Background: an optimization exercise with open tools, aiming at small area. Do not read the settings as production practice. At most, simulation tests tie the RTL to the original design; equivalence was not proved. Function not checked in run 1: the RTL went through the layout flow alone.

==> flow/design.v (outline; a module is shown in full before it is edited, if it fits) <==
// module fh_s01: 10550 lines
// module fh_fa: 10 lines
// module fh_ha: 9 lines
module fh_s01 (
    input  wire         clk,
    input  wire         rst,
    input  wire         in_valid,
    input  wire [15:0]  in_cont,
    input  wire [15:0]  ped64,
    input  wire [15:0]  ped8,
    input  wire [15:0]  ped1,
    input  wire [23:0]  ratio8,
    input  wire [23:0]  ratio1,
    input  wire [4:0]   n1,
    input  wire [1:0]   sh0,
    input  wire [2:0]   sh1,
    input  wire [287:0] h,
    output reg          out_valid,
    output wire [19:0]  out_m,
    output wire [21:0]  out_y,
    output wire         out_edge,
    output wire [4:0]   out_edges,
    output wire         out_cal,
    output wire         out_half,
    output wire         out_sat
);
  // ...
==> flow/run.sh <==
#!/bin/bash
# synth_recipe.tcl (not shown) runs the flow's synth.tcl, then flattens the netlist and writes it again
# the make line also repeats each setting of config.mk as NAME=value (left out here)
make -C /OpenROAD-flow-scripts/flow DESIGN_CONFIG=/design/flow/config.mk WORK_HOME=/design/flow/orfs CLKGATE_MAP_FILE= SYNTH_SCRIPT=/design/flow/synth_recipe.tcl finish
==> flow/config.mk <==
export PLATFORM = sky130hd
export DESIGN_NAME = fh_s01
export DESIGN_NICKNAME = fh_s01
export VERILOG_FILES = /design/flow/design.v
export SDC_FILE = /design/flow/constraint.sdc
export NUM_CORES = 4
export LEC_CHECK = 0
export ABC_AREA = 1
export CAP_MARGIN = 20
export CORE_MARGIN = 2
export CORE_UTILIZATION = 45
export PLACE_DENSITY = 0.55
export SLEW_MARGIN = 20
export SYNTH_HIERARCHICAL = 1
==> flow/constraint.sdc <==
create_clock -name core_clock -period 20.0 [get_ports {clk}]
set_input_delay 4.0000 -clock core_clock [delete_from_list [all_inputs] [get_ports {clk}]]
set_output_delay 4.0000 -clock core_clock [all_outputs]
set_load 0.01 [all_outputs]
==> impl_results.md, run 1 <==
* Status: finished clean
* Final hold viol count at 0
* Synth-to-Final Area Change at 12.66%
* DRC viols at 0
* Final Cell Area at 0.1689 mm2
* Global-route usage over all layers at 0.5542
* DRT Pass-1 Iters at 12
* Leading area contributor after synthesis: fa_1
* Synth Area in Adders at 0.4678
* Global route total overflow at 0
* DR WL/cell at 46.02 um
* Cell with the most instances after synthesis: fa_1
* Core area at 0.3311 mm2
* Non-clk invs at 903
* Crit path required time at 16.00 ns
* Ys Warns at 7
* Max reg flops at 300
* Startpoint types: primary input
* Final-stage net count at 20303
* CP most frequent cell: nand2_2
* Detailed Route WL at 952.6 mm
* Setup Viol. Count Final at 0
* Met3 WL at 139.2 mm
* CTS tree: built
* Fraction of area in multi-input gates at 0.7984
* Post-route ant nets at 0
* Cell Count Post-Placement at 20523
==> run 2, diff against run 1 <==
--- a/flow/design.v
+++ b/flow/design.v
@@ -8,23 +8,23 @@
     input  wire [15:0]  ped1,
     input  wire [23:0]  ratio8,
     input  wire [23:0]  ratio1,
     input  wire [4:0]   n1,
     input  wire [1:0]   sh0,
     input  wire [2:0]   sh1,
     input  wire [287:0] h,
     output reg          out_valid,
-    output wire [19:0]  out_m,
-    output wire [21:0]  out_y,
-    output wire         out_edge,
-    output wire [4:0]   out_edges,
-    output wire         out_cal,
-    output wire         out_half,
-    output wire         out_sat
+    output reg  [19:0]  out_m,
+    output reg  [21:0]  out_y,
+    output reg          out_edge,
+    output reg  [4:0]   out_edges,
+    output reg          out_cal,
+    output reg          out_half,
+    output reg          out_sat
 );
     wire [1:0]  in_range = in_cont[15:14];
     wire [11:0] in_code  = in_cont[11:0];
     wire [15:0] s0_ped = in_range[1] ? ped1 : in_range[0] ? ped8 : ped64;
     wire [24:0] s0_r   = in_range[1] ? {1'b0, ratio1} :
                          in_range[0] ? {1'b0, ratio8} : 25'h0010000;
     wire [17:0] s0_d   = {2'b00, in_code, 4'b0000} - {2'b00, s0_ped};
     wire s0b_one0 = s0_d[0] ^ 1'b0;
@@ -710,35 +710,36 @@
             p_edge <= in_cont[13];
             p_cal  <= in_cont[12];
             p_sat  <= s0_sat;
         end
     end
     reg [19:0] m_val;
     reg        m_r11;       
     wire       done = in_valid & p_have;
+    reg        r_valid;     
     wire [20:0] itp_sum = {m_val[19], m_val} + {s0_val[19], s0_val} + 21'd1;
     wire [19:0] m_new   = !p_r11 ? p_val :
                           (!m_r11 && !in_r11) ? itp_sum[20:1] : 20'd0;
     wire f_edge = p_edge & ~p_r11;
     wire f_cal  = p_cal  & ~p_r11;
     wire f_sat  = p_sat  & ~p_r11;
     wire f_half = p_r11;
     reg  [15:0] e_hist;     
     reg  [4:0]  age_cal, age_half, age_sat;    
     always @(posedge clk) begin
         if (rst) begin
             m_r11     <= 1'b1;
-            out_valid <= 1'b0;
+            r_valid   <= 1'b0;
             e_hist    <= 16'd0;
             age_cal   <= 5'd16;
             age_half  <= 5'd16;
             age_sat   <= 5'd16;
         end else begin
-            out_valid <= done;
+            r_valid   <= done;
             if (done) begin
                 m_r11    <= p_r11;
                 e_hist   <= {e_hist[14:0], f_edge};
                 age_cal  <= f_cal  ? 5'd0 : age_cal  + {4'd0, ~age_cal[4]};
                 age_half <= f_half ? 5'd0 : age_half + {4'd0, ~age_half[4]};
                 age_sat  <= f_sat  ? 5'd0 : age_sat  + {4'd0, ~age_sat[4]};
             end
         end
@@ -750,17 +751,17 @@
     wire signed [20:0] m_rnd = m_add >>> sh0;
     wire        [19:0] s_new = m_rnd[19:0];
     reg  [299:0] dl;          
     wire [19:0] tp0 = s_new;
     integer i;
     always @(posedge clk) begin
         if (rst) begin
             dl <= 300'd0;
-        end else if (out_valid) begin
+        end else if (r_valid) begin
             dl[19:0] <= (n1 > 5'd1) ? tp0 : 20'd0;
             for (i = 2; i < 16; i = i + 1)
                 dl[20*i-20 +: 20] <= (n1 > i) ? dl[20*i-40 +: 20] : 20'd0;
         end
     end
     wire [19:0] tp1 = dl[19:0];
     wire [19:0] tp2 = dl[39:20];
     wire [19:0] tp3 = dl[59:40];
@@ -10523,35 +10524,42 @@
     fh_fa fir_w6287_i (.a(fir_w6206), .b(fir_w6207), .c(fir_w6129), .s(fir_w6287), .co(fir_w6288));
     wire fir_w6289, fir_w6290;
     fh_fa fir_w6289_i (.a(fir_w6208), .b(fir_w6209), .c(1'b1), .s(fir_w6289), .co(fir_w6290));
     wire [41:0] fir_ra = {1'b1, fir_w6290, fir_w6288, fir_w6286, fir_w6284, fir_w6282, fir_w6280, fir_w6278, fir_w6276, fir_w6274, fir_w6272, fir_w6270, fir_w6268, fir_w6266, fir_w6264, fir_w6262, fir_w6260, fir_w6258, fir_w6256, fir_w6254, fir_w6252, fir_w6250, fir_w6248, fir_w6246, fir_w6244, fir_w6242, fir_w6240, fir_w6238, fir_w6236, fir_w6234, fir_w6232, fir_w6230, fir_w6228, fir_w6226, fir_w6224, fir_w6222, fir_w6220, fir_w6218, fir_w6216, fir_w6214, fir_w6212, fir_w6211};
     wire [41:0] fir_rb = {1'b0, fir_w6210, fir_w6289, fir_w6287, fir_w6285, fir_w6283, fir_w6281, fir_w6279, fir_w6277, fir_w6275, fir_w6273, fir_w6271, fir_w6269, fir_w6267, fir_w6265, fir_w6263, fir_w6261, fir_w6259, fir_w6257, fir_w6255, fir_w6253, fir_w6251, fir_w6249, fir_w6247, fir_w6245, fir_w6243, fir_w6241, fir_w6239, fir_w6237, fir_w6235, fir_w6233, fir_w6231, fir_w6229, fir_w6227, fir_w6225, fir_w6223, fir_w6221, fir_w6219, fir_w6217, fir_w6215, fir_w6213, f15_neg0};
     wire [41:0] acc  = fir_ra + fir_rb;           
     wire [27:0] accs = $signed(acc[41:14]) >>> sh1;
     wire        y_lim = (accs[27:21] != {7{accs[21]}});
-    assign out_y = y_lim ? {accs[27], {21{~accs[27]}}} : accs[21:0];
-    assign out_m = m_val;
+    wire [21:0] y_val = y_lim ? {accs[27], {21{~accs[27]}}} : accs[21:0];
     reg [15:0] win;
     always @(*) begin
         for (i = 0; i < 16; i = i + 1)
             win[i] = (i < n1);
     end
     wire [15:0] e_win = e_hist & win;
     reg  [4:0]  e_cnt;
     always @(*) begin
         e_cnt = 5'd0;
         for (i = 0; i < 16; i = i + 1)
             e_cnt = e_cnt + {4'd0, e_win[i]};
     end
-    assign out_edges = e_cnt;
-    assign out_edge  = |e_win;
-    assign out_cal   = age_cal  < n1;
-    assign out_half  = age_half < n1;
-    assign out_sat   = (age_sat < n1) | y_lim;
+    always @(posedge clk) begin
+        if (rst)
+            out_valid <= 1'b0;
+        else
+            out_valid <= r_valid;
+        out_m     <= m_val;
+        out_y     <= y_val;
+        out_edges <= e_cnt;
+        out_edge  <= |e_win;
+        out_cal   <= age_cal  < n1;
+        out_half  <= age_half < n1;
+        out_sat   <= (age_sat < n1) | y_lim;
+    end
 endmodule
 module fh_fa (
     input  wire a,
     input  wire b,
     input  wire c,
     output wire s,
     output wire co
 );
==> flow/config.mk (replaced) <==
export PLATFORM = sky130hd
export DESIGN_NAME = fh_s01
export DESIGN_NICKNAME = fh_s01
export VERILOG_FILES = /design/flow/design.v
export SDC_FILE = /design/flow/constraint.sdc
export NUM_CORES = 4
export LEC_CHECK = 0
export ABC_AREA = 1
export CAP_MARGIN = 20
export CORE_MARGIN = 2
export CORE_UTILIZATION = 40
export PLACE_DENSITY = 0.5
export SLEW_MARGIN = 20
export SYNTH_HIERARCHICAL = 1
==> run 2 against run 1 <==
  * Fmax up 9.8%
  * Sequential share of layout area is 0.81 points higher
  * Critical endpoint is now out_y[7]
  * Largest cell class unchanged
==> impl_results.md, run 2 <==
* Status: finished clean (unchanged)
* RSZ-0062 raised after global routing: no
* Initial antenna violation count at 67 (was 57)
* Reg2reg start: m_val[0] (was m_val[1])
* Register area at 0.009052 mm2 (was 0.008011 mm2)
* Post-route ant nets at 0 (unchanged)
* CP most frequent cell: nand2_1 (was nand2_2)
* Die H at 618.5 um (was 581.2 um)
* Crit. End Element: flop (was output port)
* Global route total overflow at 0 (unchanged)
* DR WL/cell at 49.85 um (was 46.02 um)
* Post-DP HPWL at 847.3 mm (was 801.1 mm)
* Worst Hold End: dl[222] (was m_r11)
* Synth area leaders: fa_1, xor2_1, o22ai_1 (unchanged)
* Hold path start: dl[202] (was m_r11)
* Synth cell types at 70 (unchanged)
* Most frequent cells in the layout: fa_1, xor2_1, o22ai_1, nand2_1, a21oi_1 (was fa_1, xor2_1, o22ai_1, buf_4, nand2_1)
* Clock latency on the worst-skew pair at 0.82 ns (was 0.87 ns)
* Synth-to-Final Area Change at 7.821% (was 12.66%)
* Startpoint types: primary input (unchanged)
* Synthesized area at 0.1511 mm2 (was 0.1499 mm2)
* Register bit total from synthesis at 430 (was 378)
* Crit path required time at 20.60 ns (was 16.00 ns)
* Hold buffer count at cts at 0 (unchanged)
* FILL cells at 37135 (was 31191)
* Setup Viol. Count Final at 0 (unchanged)
* Commonest non-fill, non-tap cell in the layout: fa_1 (unchanged)
* Hold Path Cell Cnt at 2 (unchanged)
* Total negative slack at 0 ns (unchanged)
* Sequential share of the synthesized area at 0.05990 (was 0.05342)
* CP max stage cell: clkdlybuf4s50_1 (was fa_2)
* DRT iter0 DRCs at 23788 (was 25344)
* Placed Area at 0.1608 mm2 (was 0.1652 mm2)
* Cell with the most instances after synthesis: fa_1 (unchanged)
* DRT Pass-1 Iters at 9 (was 12)
* Fmax at 0.05569 GHz (was 0.05074 GHz)
* Min Tclk post-route at 17.96 ns (was 19.71 ns)
* Die Width at 618.5 um (was 581.2 um)
* FFs w/ async S/R, synth at 0 (unchanged)
* Max reg flops at 300 (unchanged)
* Part of the cycle the worst path needs at 0.8978 (was 0.9855)
* Io pins at 465 (unchanged)
* Worst slew pin tran at 1.316 ns (was 1.365 ns)
* Final hold viol count at 0 (unchanged)
* Max Cap Viol at 0 (unchanged)
* HP Class: flop to flop (unchanged)
* Worst clock skew at 0.07768 ns (was 0.1091 ns)
* Commonest cells in the netlist: fa_1, xor2_1, o22ai_1, clkbuf_1, nand2_1 (unchanged)
* PostCTS Resize Cnt at 0 (was 188)
* CTS H-tree depth at 2 (unchanged)
* Main synth FF type: dfxtp_1 (unchanged)
* Core area at 0.3758 mm2 (was 0.3311 mm2)
* Buffers on Ports at 464 (unchanged)
* Ys Warns at 7 (unchanged)
* Area of the multi-input gates at 0.1338 mm2 (was 0.1348 mm2)
* Routability Congestion at 1.169 (was 1.180)
* Num rows at 225 (was 211)
* Vias at 142351 (was 143513)
* Critical-path maximum fanout at 23 (was 6)
* DRC viols at 0 (unchanged)
* Reg-to-reg endpoint: out_y[7] (was dl[15])
* Vias in the first global route at 137154 (was 138552)
* Biggest register: dl (unchanged)
* # Post-CTS Setup Buffers at 0 (was 29)
* First-pass GRT wire length at 1340 mm (was 1260 mm)
* Share of cells above drive strength 1 at 0.05596 (was 0.1146)
* Setup slack, reg-to-reg at 6.33 ns (was 16.29 ns)
* Cells after synthesis at 16027 (was 15922)
* R2R depth at 51 (was 20)
* Leading area contributor after synthesis: fa_1 (unchanged)
* Global-route usage over all layers at 0.5298 (was 0.5542)
* Final-stage net count at 19692 (was 20303)
* CTS max path bufs at 3 (unchanged)
* CP max stage delay at 0.97 ns (was 0.65 ns)
* CP arrival at 18.56 ns (was 15.71 ns)
* CTS tree: built (unchanged)
* Worst slew margin at 0.1219 (was 0.08659)
* Initial core utilization at 0.4019 (was 0.4528)
* Detailed Route WL at 1033 mm (was 952.6 mm)
* Final Cell Area at 0.1629 mm2 (was 0.1689 mm2)
* Largest net degree at the start of global routing at 149 (was 164)
* CTS Buf Count at 54 (was 49)
* Vias per inst at 6.871 (was 6.933)
* Clk root buf: clkbuf_16 (unchanged)
* Type of the worst setup path: primary input to flop (was primary input to output port)
* Worst-path clk slew at 0.06 ns (about the same)
* Biggest regs: dl x300, out_y x22 (was dl x300, m_val x20, p_val x20)
* Max Slew Vio Count at 0 (unchanged)
* Area share of the largest cell type after synthesis at 0.4354 (was 0.4387)
* Syn Area/Cell at 9.425 um2 (was 9.414 um2)
* Clock sink count at 430 (was 378)
* Number of enable flip-flop cells after synthesis at 44 (unchanged)
* Die Footprint at 0.3826 mm2 (was 0.3377 mm2)
[run 2: cell count changes after synthesis, moves of 20 or more]
cell	delta
inv_1	-42
nand4_1	+26
nand3_1	+61
nand3_2	+20
dfxtp_1	+52
nand2_1	+81
o21ai_2	-20
[run 2: modules after synthesis, one instance, submodules excluded]
| module | cells inside | flip-flops and latches | area, um2 |
|---|---|---|---|
| fh_fa | 1 | 0 | 20.02 |
| fh_ha | 1 | 0 | 12.51 |
| fh_s01 | 12682 | 430 | 84630 |
[run 2: cell families (layout without fill, tap and decap cells)]
family	Yosys count	in the layout	synth area share
fa+ha+maj	3633	3633	0.4642
other cells	1	53	0.00002483
buf+inv	2295	1939	0.05806
simple gates	2237	2237	0.06246
xor+xnor	3229	3229	0.1876
flops	430	430	0.05990
compound gates	4200	4200	0.1676
mux	2	2	0.0001325
[run 2: cell type report]
cell class                 count  area share
multi-input combinational  13320      0.8214
timing repair buffer         970     0.05211
antenna                       34   0.0005224
sequential                   430     0.05558
clock buffer                  68    0.009111
tap                         4994     0.03837
inverter                     870     0.02013
clock inverter                31    0.002819
[run 2: worst max-delay path, delay by kind of cell]
kind	cells	cell delay (ns)
buffers and inverters	6	2.04
adder cells (fa/ha/maj)	14	7.00
AND/OR/NAND/NOR	27	4.16
AO/OA/AOI/OAI	5	1.33
[run 2: worst max path at each step]
stage | from | endpoint
floorplan | sh0[0] | out_y[10]
global route | sh0[1] | out_y[7]
finish | sh0[1] | out_y[7]
global placement | sh0[1] | out_y[2]
CTS | sh0[0] | out_y[2]
detailed placement | sh0[0] | out_y[2]
[run 2: layer usage]
metal  GRT usage  up-vias  share of wire
li1            -    53673              -
met1      0.6339    73663           0.36
met2      0.7400    11949           0.40
met3      0.2066     3010           0.13
met4      0.4576       56           0.11
met5    0.004672        -        0.00074
[run 2: stage by stage]
stage	hold WS (ns)	util	setup slack, ns	std cells
detailed placement	0.4559	0.4278	1.566	20581
floorplan	0.3765	-	5.404	16045
global route	0.4720	0.4332	1.204	20686
global placement	0.4505	0.4278	1.531	20581
CTS	0.4683	0.4329	2.355	20680
finish	0.4682	0.4334	2.045	20717

[port drivers added, routing unchanged]
The flow's constraints put no driver on any port. The routed layouts listed below were extracted and timed again, unchanged, in two steps. Step 1: set_driving_cell puts a clkbuf_16 on clk and a buf_2 on each other input, an assumption about the parent block. Step 2 adds t to the input delays and takes it off the output delays; t is the mean of the earliest and latest rising clock arrival at the registers after step 1. Input paths then give back, and output paths get back, about the clock's delay inside the block. Slacks: ideal / step 1 / step 2; pairs: ideal / step 1.
run | t (ns) | setup WS [ns] | hold WS [ns]
run 1 | 0.942 | 0.290 / 0.252 / 0.252 | 0.452 / 0.452 / 0.452
run 2 | 0.911 | 2.045 / 2.156 / 1.244 | 0.468 / 0.468 / 0.468
After both steps every run listed still meets setup and hold. For run 2, which loses most, drivers alone change the setup slack by +0.111 ns; drivers and shift together by -0.801 ns.
